Context: an optimization exercise on an open-source flow, tuned for small area, a short achievable clock period and few clock cycles per item. The choices shown serve that exercise and are no tape-out recipe.
In this exercise RTL edits were held to simulation tests only and were not proved equivalent to the original.
Power and IR drop assume default switching activity.

Design rule_engine, start of the top module:
module rule_engine (
    input  wire        clk,
    input  wire        rst,             
    input  wire        start,           
    input  wire [1:0]  fault_override,  
    input  wire [1:0]  fault_action,    
    output wire        ready,
    output wire        done,            
    output wire [1:0]  verdict,         
    output wire [7:0]  rule_code,
    output wire        fault,           
    output wire [5:0]  last_pc,         
    output wire [10:0] cycles,          
    output wire [5:0]  i_addr,
    input  wire [31:0] i_data,
    output wire [3:0]  k_addr,
    input  wire [63:0] k_data,
    output wire [5:0]  f_sel,
    input  wire [63:0] f_data,
    input  wire        f_absent
);
    localparam OP_PASS = 6'h00, OP_FLAG = 6'h01, OP_HOLD = 6'h02, OP_LDF = 6'h03,
               OP_LDK  = 6'h04, OP_LDI  = 6'h05, OP_MOV  = 6'h06, OP_ADD = 6'h07,
               OP_SUB  = 6'h08, OP_MUL  = 6'h09, OP_DIV  = 6'h0A, OP_MDV = 6'h0B,
               OP_MIN  = 6'h0C, OP_MAX  = 6'h0D, OP_ABS  = 6'h0E, OP_AND = 6'h0F,
               OP_OR   = 6'h10, OP_SHL  = 6'h11, OP_SHR  = 6'h12, OP_JMP = 6'h13,
               OP_BR   = 6'h14, OP_BRI  = 6'h15, OP_BAB  = 6'h16, OP_BBS = 6'h17;
  ...
Size in the first run: about 9900 cells after synthesis.
clock: 16.0 ns
lec_check: 0
cap_margin: 20
core_margin: 2
core_utilization: 32
gpl_routability_driven: 1
place_density: 0.45
setup_slack_margin: 5
slew_margin: 20
standard.sh (not shown) runs the stock make flow with config.mk's settings and CLKGATE_MAP_FILE= SYNTH_SCRIPT=/design/flow/synth_recipe.tcl, a recipe that flattens the netlist after the stock synthesis.
==> flow/flow/run.sh <==
#!/bin/bash
set -euo pipefail
bash standard.sh SETUP_SLACK_MARGIN=10.5 TNS_END_PERCENT=10 finish > flow_make.log 2>&1
The baseline went through all stages and came out clean.
Testbench counts at the start, summed over its fixed seeds: cycles 22,958, rows 1,200.
Edit:
--- a/flow/design.v
+++ b/flow/design.v
@@ -284,21 +284,22 @@
             NRM_H: md_seq = NRM_L;
             NRM_L: md_seq = DSTEP;
             DSTEP: if (cnt == 7'd1) md_seq = FINAL;
             default: ;
         endcase
     end
     wire x_fin = vX & (!is_md | md_fin);
-    wire [63:0] wd = ({64{ctl[C_W_F] & !f_absent}} & f_data) | ({64{ctl[C_W_K]}} & k_data) |
-                     ({64{ctl[C_W_B]}} & opB) | ({64{ctl[C_W_A]}} & opA) |
+    wire [63:0] wd_in  = ctl[C_W_F] ? (f_data & {64{!f_absent}}) : k_data;
+    wire [63:0] wd_int = ({64{ctl[C_W_B]}} & opB) | ({64{ctl[C_W_A]}} & opA) |
                      ({64{ctl[C_W_ADD]}} & addsat) | ({64{ctl[C_W_ABS]}} & abssat) |
                      ({64{ctl[C_W_MIN]}} & (lt ? opA : opB)) | ({64{ctl[C_W_MAX]}} & (lt ? opB : opA)) |
                      ({64{ctl[C_W_AND]}} & (opA & opB)) | ({64{ctl[C_W_OR]}} & (opA | opB)) |
                      ({64{ctl[C_W_SH]}} & fout) | ({64{ctl[C_W_MD] & !md_zero & !md_last}} & mdres) |
                      ({64{ctl[C_W_MD] & md_last}} & {L[62:0], !s[63]});
+    wire [63:0] wd = (ctl[C_W_F] | ctl[C_W_K]) ? wd_in : wd_int;
     reg wr;
     always @* begin
         case (opX)
             OP_LDF, OP_LDK, OP_LDI, OP_MOV, OP_ADD, OP_SUB, OP_MIN, OP_MAX, OP_ABS,
             OP_AND, OP_OR, OP_SHL, OP_SHR: wr = 1'b1;
             OP_MUL, OP_DIV, OP_MDV:        wr = md_fin;
             default:                       wr = 1'b0;
@@ -324,25 +325,26 @@
     wire        opBs_n = fwdB ? wd[63] : rdB[63];
     wire safeX  = safe_q;
     wire done_x = vX & endX;
     wire done_r = vR & endR & safeX;
     reg  ffast;                  
     wire fault_fast = vX & ffast;
     wire flt    = fault_pend | fault_fast;
-    assign done  = run & (flt | done_x | done_r);
+    reg  flt_q, dx_q;
+    assign done  = run & (flt_q | dx_q | done_r);     
     assign ready = !run | done;
     function [1:0] fault_verdict;
         input [1:0] ovr, act;
         fault_verdict = (ovr == 2'd1) ? 2'd2 : (ovr == 2'd2) ? 2'd1 : (ovr == 2'd3) ? 2'd0 :
                         (act == 2'd1) ? 2'd1 : (act == 2'd2) ? 2'd0 : 2'd2;
     endfunction
-    wire fromX = flt | done_x;
-    assign verdict   = flt ? fverd : (done_x ? verdX : verdR);
-    assign rule_code = flt ? 8'hFF : (done_x ? codeX : codeR);
-    assign fault     = flt;
+    wire fromX = flt_q | dx_q;
+    assign verdict   = flt_q ? fverd : (dx_q ? verdX : verdR);
+    assign rule_code = flt_q ? 8'hFF : (dx_q ? codeX : codeR);
+    assign fault     = flt_q;
     assign last_pc   = fromX ? pcX : pcR;
     assign cycles    = fromX ? cycX : cycX2;
     wire x_adv  = !vX | x_fin;
     wire advR   = vR & x_adv;
     wire adv0   = v0 & (!vR | advR);
     wire [5:0] nx_op = advR ? opR : opX;
     wire [3:0] nx_md = advR ? M0 : md_seq;
@@ -373,14 +375,17 @@
         dq    <= dnum;
         opA   <= opA_n;
         opB   <= opB_n;
         opBs  <= opBs_n;
         zA_q  <= !fwdA & (rdA == 64'd0);
         zB_q  <= zB_n;
         ffast <= advR & ((opR == OP_DIV) | (opR == OP_MDV)) & zB_n;
+        flt_q <= (!rst & run & !done & fault_now) |
+                 (vXn & advR & ((opR == OP_DIV) | (opR == OP_MDV)) & zB_n);
+        dx_q  <= vXn & (advR ? endR : endX);
         nzB_q <= !(wen & (xdX == selB)) & (rdB != 64'd0);
         if (wen) begin
             x[xdX]  <= wd;
             rv[xdX] <= 1'b1;
         end
         md  <= nx_md;
         ctl <= ctl_of(nx_op, nx_md);
Result: Final area came out lower slightly; total power stays flat; cell count came out higher slightly; routed wire length came out lower by a few percent; first-iteration DRC count came out lower by roughly a tenth; flip-flop and latch count came out higher by 1; worst hold slack stays flat; worst setup slack gets better by 0.031 ns; via count came out lower slightly; non-clock buffer count came out lower by 68; sequential share of layout area came out higher by 0.21 points; clock-buffer cell count came out higher by 26; die area hardly moves.
Testbench counts after the change, summed over its fixed seeds: cycles 22,958, rows 1,200.

separate check: timing with driven ports:
In the flow no input, the clock included, has a driving cell. The finished layouts below were timed again as built, in two steps.
Step 1 sets driving cells, clkbuf_16 on the clock port and buf_2 on the other inputs (assumed; they add their load-dependent delay and slew).
Step 2 also shifts input and output timing later by t, the mid clock arrival at the registers, as if the neighbouring blocks saw the same clock.
Three values: no drivers, after step 1, after step 2; two values: the first two.
run | t (ns) | setup slack, ns | latest minus earliest clock arrival (ns) | pins driven straight from the clock port
the first run | 0.984 | 10.004 / 10.001 / 9.017 | 0.051 / 0.051 | 1
the second run | 0.993 | 10.035 / 10.035 / 9.531 | 0.063 / 0.064 | 1
After both steps every run listed still meets setup and hold. The setup slack of the first run, which loses most, moves by -0.003 ns with the drivers and by -0.987 ns with both steps.
